Source: an optimization exercise on an open RTL-to-GDS flow (aim: small area and a short achievable clock period). Production flows keep margins and buffers that such runs may drop.
RTL that was checked went through simulation tests only; none was proved equivalent to the original.
Power is estimated from default activity; no workload was simulated.

Setup of v6:
==> flow/design.v <==
module decb_halfband (
    input  wire [88:0] h,       
    input  wire [26:0] x,       
    input  wire        ev,      
    output wire [26:0] y,       
    output wire [88:0] nh       
);
    wire signed [29:0] r1 = h[88:59];
    wire signed [28:0] r2 = h[58:30];
    wire signed [23:0] e  = h[29:6];
    wire [1:0] ls = h[5:4];
    wire [1:0] lo = h[3:2];
    wire [1:0] lu = h[1:0];
    wire signed [23:0] xv = x[23:0];
    wire        [30:0] n;
    decb_add #(31) u_n (.a({r1[29], r1}), .b(~{{7{xv[23]}}, xv}), .ci(1'b1), .s(n), .co());
    wire        [25:0] ru;
    decb_add #(26) u_ru (.a(n[30:5]), .b(26'd0), .ci(n[4]), .s(ru), .co());
    wire               tie = n[4] & ~|n[3:0];
    wire        [25:0] r   = {ru[25:1], ru[0] & ~tie};
    wire               ovp = ~r[25] & (r[24] | r[23]);
    wire               ovn = r[25] & ~(r[24] & r[23] & |r[22:0]);
    wire        [23:0] c   = ovp ? 24'h7FFFFF :
                             ovn ? 24'h800001 : r[23:0];
    assign y = {(|ls) | x[26], (|lo) | x[25], (|lu) | x[24], c};
    wire        [24:0] x9h;
    decb_add #(25) u_x9 (.a({{4{xv[23]}}, xv[23:3]}), .b({xv[23], xv}), .ci(1'b0), .s(x9h), .co());
    wire signed [27:0] x9 = {x9h, xv[2:0]};
    wire signed [29:0] sa;
    decb_add #(30) u_sa (.a({r2[28], r2}), .b(ev ? {{2{x9[27]}}, x9} : {{2{xv[23]}}, xv, 4'd0}),
                         .ci(1'b0), .s(sa), .co());
    wire signed [28:0] sb;
    decb_add #(29) u_sb (.a({x9[27], x9}), .b(~{{5{e[23]}}, e}), .ci(1'b1), .s(sb), .co());
    function [1:0] lvl_next(input [1:0] l, input f, input even);
        lvl_next = f ? 2'd3 : (even ? ((l == 2'd0) ? 2'd0 : l - 2'd1) : l);
    endfunction
    wire [1:0] nls = lvl_next(ls, x[26], ev);
    wire [1:0] nlo = lvl_next(lo, x[25], ev);
    wire [1:0] nlu = lvl_next(lu, x[24], ev);
    assign nh = ev ? {sa, sb, xv, nls, nlo, nlu}
                   : {r1, sa[28:0], e, nls, nlo, nlu};
endmodule
module decb_add #(
    parameter integer W   = 8,
    parameter integer CMP = 0
) (
    input  wire [W-1:0] a,
    input  wire [W-1:0] b,
    input  wire         ci,
    output wire [W-1:0] s,
    output wire         co
);
    localparam integer L = (W > 32) ? 6 : (W > 16) ? 5 : (W > 8) ? 4 : (W > 4) ? 3 : (W > 2) ? 2 : 1;
    wire [W-1:0] p = a ^ b;
    wire [W-1:0] gl [0:2*L];
    wire [W-1:0] tl [0:2*L];
    assign gl[0] = (a & b) | {{(W-1){1'b0}}, (CMP ? (a[0] | b[0]) : p[0]) & ci};
    assign tl[0] = CMP ? (a | b) : p;
    genvar k, i;
    generate
        for (k = 1; k <= 2 * L; k = k + 1) begin : lv
            localparam integer D = (k <= L) ? (1 << (k - 1)) : (1 << (2 * L - k));
            for (i = 0; i < W; i = i + 1) begin : bt
                if ((k <= L && (i + 1) % (2 * D) == 0) ||
                    (k > L && (i + 1) % (2 * D) == D && i + 1 >= 3 * D)) begin : nd
                    assign gl[k][i] = gl[k-1][i] | (tl[k-1][i] & gl[k-1][i-D]);
                    assign tl[k][i] = tl[k-1][i] & tl[k-1][i-D];
                end else begin : ps
                    assign gl[k][i] = gl[k-1][i];
                    assign tl[k][i] = tl[k-1][i];
                end
            end
        end
    endgenerate
    wire [W-1:0] c = gl[2*L];
    generate
        if (W > 1) begin : sm
            assign s = p ^ {c[W-2:0], ci};
        end else begin : s1
            assign s = p ^ ci;
        end
    endgenerate
    assign co = c[W-1];
endmodule
module decb_thresh (
    input  wire        clk,
    input  wire        rst,
    input  wire        rst_d,        
    input  wire        en,           
    input  wire        o,            
    input  wire        u,            
    input  wire [24:0] mag,          
    input  wire [23:0] level,
    input  wire [7:0]  hys,
    input  wire        clr_seen,
    output reg         state,
    output reg  [7:0]  cnt,
    output reg         seen
);
    reg         st;
    always @(posedge clk)
        st <= state & ~rst_d;
    wire [11:0] lim_hi;
    wire        lim_nn;
    decb_add #(12) u_lim (.a(level[23:12]), .b(~{4'd0, hys & {8{st}}}), .ci(1'b1),
                          .s(lim_hi), .co(lim_nn));
    wire ge;
    decb_add #(25, 1) u_ge (.a(mag), .b(~{1'b0, lim_hi, level[11:0]}), .ci(1'b1), .s(), .co(ge));
    wire above = o || ge;
    wire below = lim_nn & ~ge;
    wire rise = (level != 24'd0) && !u && !state && above;
    wire fall = (level != 24'd0) && !u && state && !o && below;
    wire       inc = en && rise;
    wire [8:0] cc;
    wire [7:0] cnt_nx;
    assign cc[0] = inc;
    genvar b;
    generate
        for (b = 0; b < 8; b = b + 1) begin : ic
            assign cnt_nx[b]  = cnt[b] ^ cc[b];
            assign cc[b + 1] = cnt[b] & cc[b];
        end
    endgenerate
    always @(posedge clk) begin
        if (rst)
            cnt <= 8'd0;
        else
            cnt <= cnt_nx;
    end
    always @(posedge clk) begin
        if (rst) begin
            state <= 1'b0;
            seen  <= 1'b0;
        end else if (en) begin
            if (level == 24'd0)
                state <= 1'b0;
            else if (rise)
                state <= 1'b1;
            else if (fall)
                state <= 1'b0;
            if (rise)
                seen <= 1'b1;
            else if (clr_seen)
                seen <= 1'b0;
        end
    end
endmodule
module decb_lane (
    input  wire        clk,
    input  wire        rst,
    input  wire        in_valid,
    input  wire [5:0]  in_frame,    
    input  wire [31:0] in_word,     
    input  wire [2:0]  bk,          
    input  wire [23:0] hi_level,
    input  wire [7:0]  hi_hys,
    input  wire [23:0] hh_level,
    input  wire [7:0]  hh_hys,
    input  wire [1:0]  clr_seen,    
    output reg         out_valid,
    output reg  [31:0] out_word,    
    output wire [1:0]  thr_state,   
    output wire [7:0]  hi_cnt,
    output wire [7:0]  hh_cnt,
    output wire [1:0]  seen         
);
    localparam [31:0] OFF32 = 32'h0500_0000;
    localparam [88:0] CLEAN = {83'd0, 2'd3, 2'd0, 2'd3};
    reg  [88:0] ring0, ring1, ring2, ring3, ring4, ring5;
    reg  [2:0]  pc;           
    reg         clean_q;      
    reg         rst_q;        
    reg  [26:0] x_q;          
    reg  [4:0]  srct_q;       
    reg  [2:0]  t_q;          
    reg  [2:0]  bk_q;         
    reg  [2:0]  sel;          
    reg         pending;      
    reg         busy;         
    reg         fin;          
    wire        proc = (pending && pc == 3'd0) || busy;
    wire take = pc <= t_q;
    wire ev   = pc < t_q;
    wire [26:0] y;
    wire [88:0] nh;
    decb_halfband u_hb (
        .h  (ring0),
        .x  (x_q),
        .ev (ev),
        .y  (y),
        .nh (nh)
    );
    always @(posedge clk) begin
        ring0 <= ring1;
        ring1 <= ring2;
        ring2 <= ring3;
        ring3 <= ring4;
        ring4 <= ring5;
        if (clean_q)
            ring5 <= CLEAN;
        else if (proc && take)
            ring5 <= nh;
        else
            ring5 <= ring0;
    end
    always @(posedge clk) begin
        rst_q <= rst;
        if (rst) begin
            pc      <= 3'd0;
            clean_q <= 1'b1;
        end else begin
            pc      <= (pc == 3'd5) ? 3'd0 : pc + 3'd1;
            if (pc == 3'd5)
                clean_q <= 1'b0;
        end
    end
    wire [2:0] nsel   = (bk_q != sel && bk_q <= t_q) ? bk_q : sel;
    wire       dlv    = nsel <= t_q;
    wire       we     = dlv && ((proc && pc == nsel) || (fin && nsel == 3'd6));
    always @(posedge clk) begin
        if (rst) begin
            pending   <= 1'b0;
            busy      <= 1'b0;
            fin       <= 1'b0;
            out_valid <= 1'b0;
        end else begin
            if (in_valid)
                pending <= 1'b1;
            else if (pc == 3'd0)
                pending <= 1'b0;
            if (pc == 3'd0)
                busy <= pending;
            else if (pc == 3'd5)
                busy <= 1'b0;
            fin       <= busy && pc == 3'd5;
            out_valid <= fin;
        end
    end
    always @(posedge clk) begin
        if (rst_q) begin
            sel      <= 3'd0;
            out_word <= OFF32;
        end else begin
            if (fin)
                sel <= nsel;
            if (we)
                out_word <= {srct_q, x_q};
        end
    end
    wire hold_in = pending || busy || fin;
    wire [2:0] t_in = !in_frame[0] ? 3'd0 : !in_frame[1] ? 3'd1 :
                      !in_frame[2] ? 3'd2 : !in_frame[3] ? 3'd3 :
                      !in_frame[4] ? 3'd4 : !in_frame[5] ? 3'd5 : 3'd6;
    always @(posedge clk) begin
        if (proc)
            x_q <= y;
        else if (!pending)
            x_q <= in_word[26:0];
        if (!hold_in) begin
            srct_q  <= in_word[31:27];
            t_q     <= t_in;
            bk_q    <= {bk[2:1], bk[0] & ~(bk[2] & bk[1])};
        end
    end
    reg        v1;           
    reg [23:0] hi_level_q, hh_level_q;
    reg [7:0]  hi_hys_q, hh_hys_q;
    reg [1:0]  clr_q;
    always @(posedge clk) begin
        v1         <= in_valid;
        hi_level_q <= hi_level;
        hh_level_q <= hh_level;
        hi_hys_q   <= hi_hys;
        hh_hys_q   <= hh_hys;
        clr_q      <= clr_seen;
    end
    wire [24:0] mag;
    decb_add #(25) u_mag (.a({1'b0, x_q[23:0] ^ {24{x_q[23]}}}), .b(25'd0), .ci(x_q[23]),
                          .s(mag), .co());
    decb_thresh u_hi (
        .clk      (clk),
        .rst      (rst_q),
        .rst_d    (rst_q),
        .en       (v1),
        .o        (x_q[25]),
        .u        (x_q[24]),
        .mag      (mag),
        .level    (hi_level_q),
        .hys      (hi_hys_q),
        .clr_seen (clr_q[0]),
        .state    (thr_state[0]),
        .cnt      (hi_cnt),
        .seen     (seen[0])
    );
    decb_thresh u_hh (
        .clk      (clk),
        .rst      (rst_q),
        .rst_d    (rst_q),
        .en       (v1),
        .o        (x_q[25]),
        .u        (x_q[24]),
        .mag      (mag),
        .level    (hh_level_q),
        .hys      (hh_hys_q),
        .clr_seen (clr_q[1]),
        .state    (thr_state[1]),
        .cnt      (hh_cnt),
        .seen     (seen[1])
    );
endmodule
export LEC_CHECK = 0
export CAP_MARGIN = 20
export CORE_MARGIN = 2
export CORE_UTILIZATION = 65
export SLEW_MARGIN = 20
create_clock -name core_clock -period 48.0 [get_ports {clk}]
standard.sh (not shown) runs the stock make flow with config.mk's settings and CLKGATE_MAP_FILE= SYNTH_SCRIPT=/design/flow/synth_recipe.tcl, a recipe that flattens the netlist after the stock synthesis.
==> flow/flow/run.sh <==
#!/bin/bash
set -euo pipefail
bash standard.sh "BUFFER_PORTS_ARGS=-buffer_cell sky130_fd_sc_hd__buf_1" "CTS_ARGS=-sink_clustering_enable -repair_clock_nets -dont_use_dummy_load -buf_list sky130_fd_sc_hd__clkbuf_8 -sink_clustering_size 20 -sink_clustering_max_diameter 60" finish > standard_make.log 2>&1
v6 reached the final stage; the timing, DRC and antenna checks on its layout passed.
Setup changes, v6 to v7
--- a/flow/design.v
+++ b/flow/design.v
@@ -86,5 +86,4 @@
     input  wire        clk,
     input  wire        rst,
-    input  wire        rst_d,        
     input  wire        en,           
     input  wire        o,            
@@ -98,10 +97,7 @@
     output reg         seen
 );
-    reg         st;
-    always @(posedge clk)
-        st <= state & ~rst_d;
     wire [11:0] lim_hi;
     wire        lim_nn;
-    decb_add #(12) u_lim (.a(level[23:12]), .b(~{4'd0, hys & {8{st}}}), .ci(1'b1),
+    decb_add #(12) u_lim (.a(level[23:12]), .b(~{4'd0, hys & {8{state}}}), .ci(1'b1),
                           .s(lim_hi), .co(lim_nn));
     wire ge;
@@ -111,24 +107,8 @@
     wire rise = (level != 24'd0) && !u && !state && above;
     wire fall = (level != 24'd0) && !u && state && !o && below;
-    wire       inc = en && rise;
-    wire [8:0] cc;
-    wire [7:0] cnt_nx;
-    assign cc[0] = inc;
-    genvar b;
-    generate
-        for (b = 0; b < 8; b = b + 1) begin : ic
-            assign cnt_nx[b]  = cnt[b] ^ cc[b];
-            assign cc[b + 1] = cnt[b] & cc[b];
-        end
-    endgenerate
-    always @(posedge clk) begin
-        if (rst)
-            cnt <= 8'd0;
-        else
-            cnt <= cnt_nx;
-    end
     always @(posedge clk) begin
         if (rst) begin
             state <= 1'b0;
+            cnt   <= 8'd0;
             seen  <= 1'b0;
         end else if (en) begin
@@ -140,4 +120,6 @@
                 state <= 1'b0;
             if (rise)
+                cnt <= cnt + 8'd1;
+            if (rise)
                 seen <= 1'b1;
             else if (clr_seen)
@@ -281,5 +263,4 @@
         .clk      (clk),
         .rst      (rst_q),
-        .rst_d    (rst_q),
         .en       (v1),
         .o        (x_q[25]),
@@ -296,5 +277,4 @@
         .clk      (clk),
         .rst      (rst_q),
-        .rst_d    (rst_q),
         .en       (v1),
         .o        (x_q[25]),
Findings:
- Changes observed in v7 relative to v6: final cell count grew by 18; final-stage net count essentially unchanged; core utilization about even.
- v7 gives more final period utilization than v6 did.
- v7 vs v6: non-clock buffer count up slightly
- Diff v6 -> v7: met3 usage in global routing went down 0.32 points; number of antenna-violating nets in the routed design held; sequential share of layout area held; leakage component of the power held; height of the die held.
- Area share of xor/xnor cells in the synthesized design: v7 vs v6 up 0.38 points
- Comparing v7 with v6, the required time at the endpoint of the critical path came out essentially unchanged.
Only the layout flow was run in v7; the RTL was not checked for function there.

what the ideal ports hide:
The results above use ideal ports. As a check the final layouts listed here were re-extracted and re-timed, cells and wires unchanged. Step 1 assumes that a clkbuf_16 drives the clock port and a buf_2 every other input. Step 2, shift: input delay + t, output delay - t, t = (earliest + latest rising clock arrival at the registers) / 2. This alone moves slack from input paths to output paths. a / b / c = ideal / step 1 / step 2; a / b = the first two.
| run | t, ns | setup WS [ns] | clock arrival spread, ns | worst slew at a driven data input, ns | cell pins on the clock port's net |
|---|---|---|---|---|---|
| v6 | 0.680 | 37.201 / 37.148 / 37.707 | 0.070 / 0.070 | 0.08 | 1 |
| v7 | 0.678 | 36.967 / 36.916 / 37.594 | 0.053 / 0.054 | 0.06 | 1 |
After both steps setup and hold are still met in every run listed.
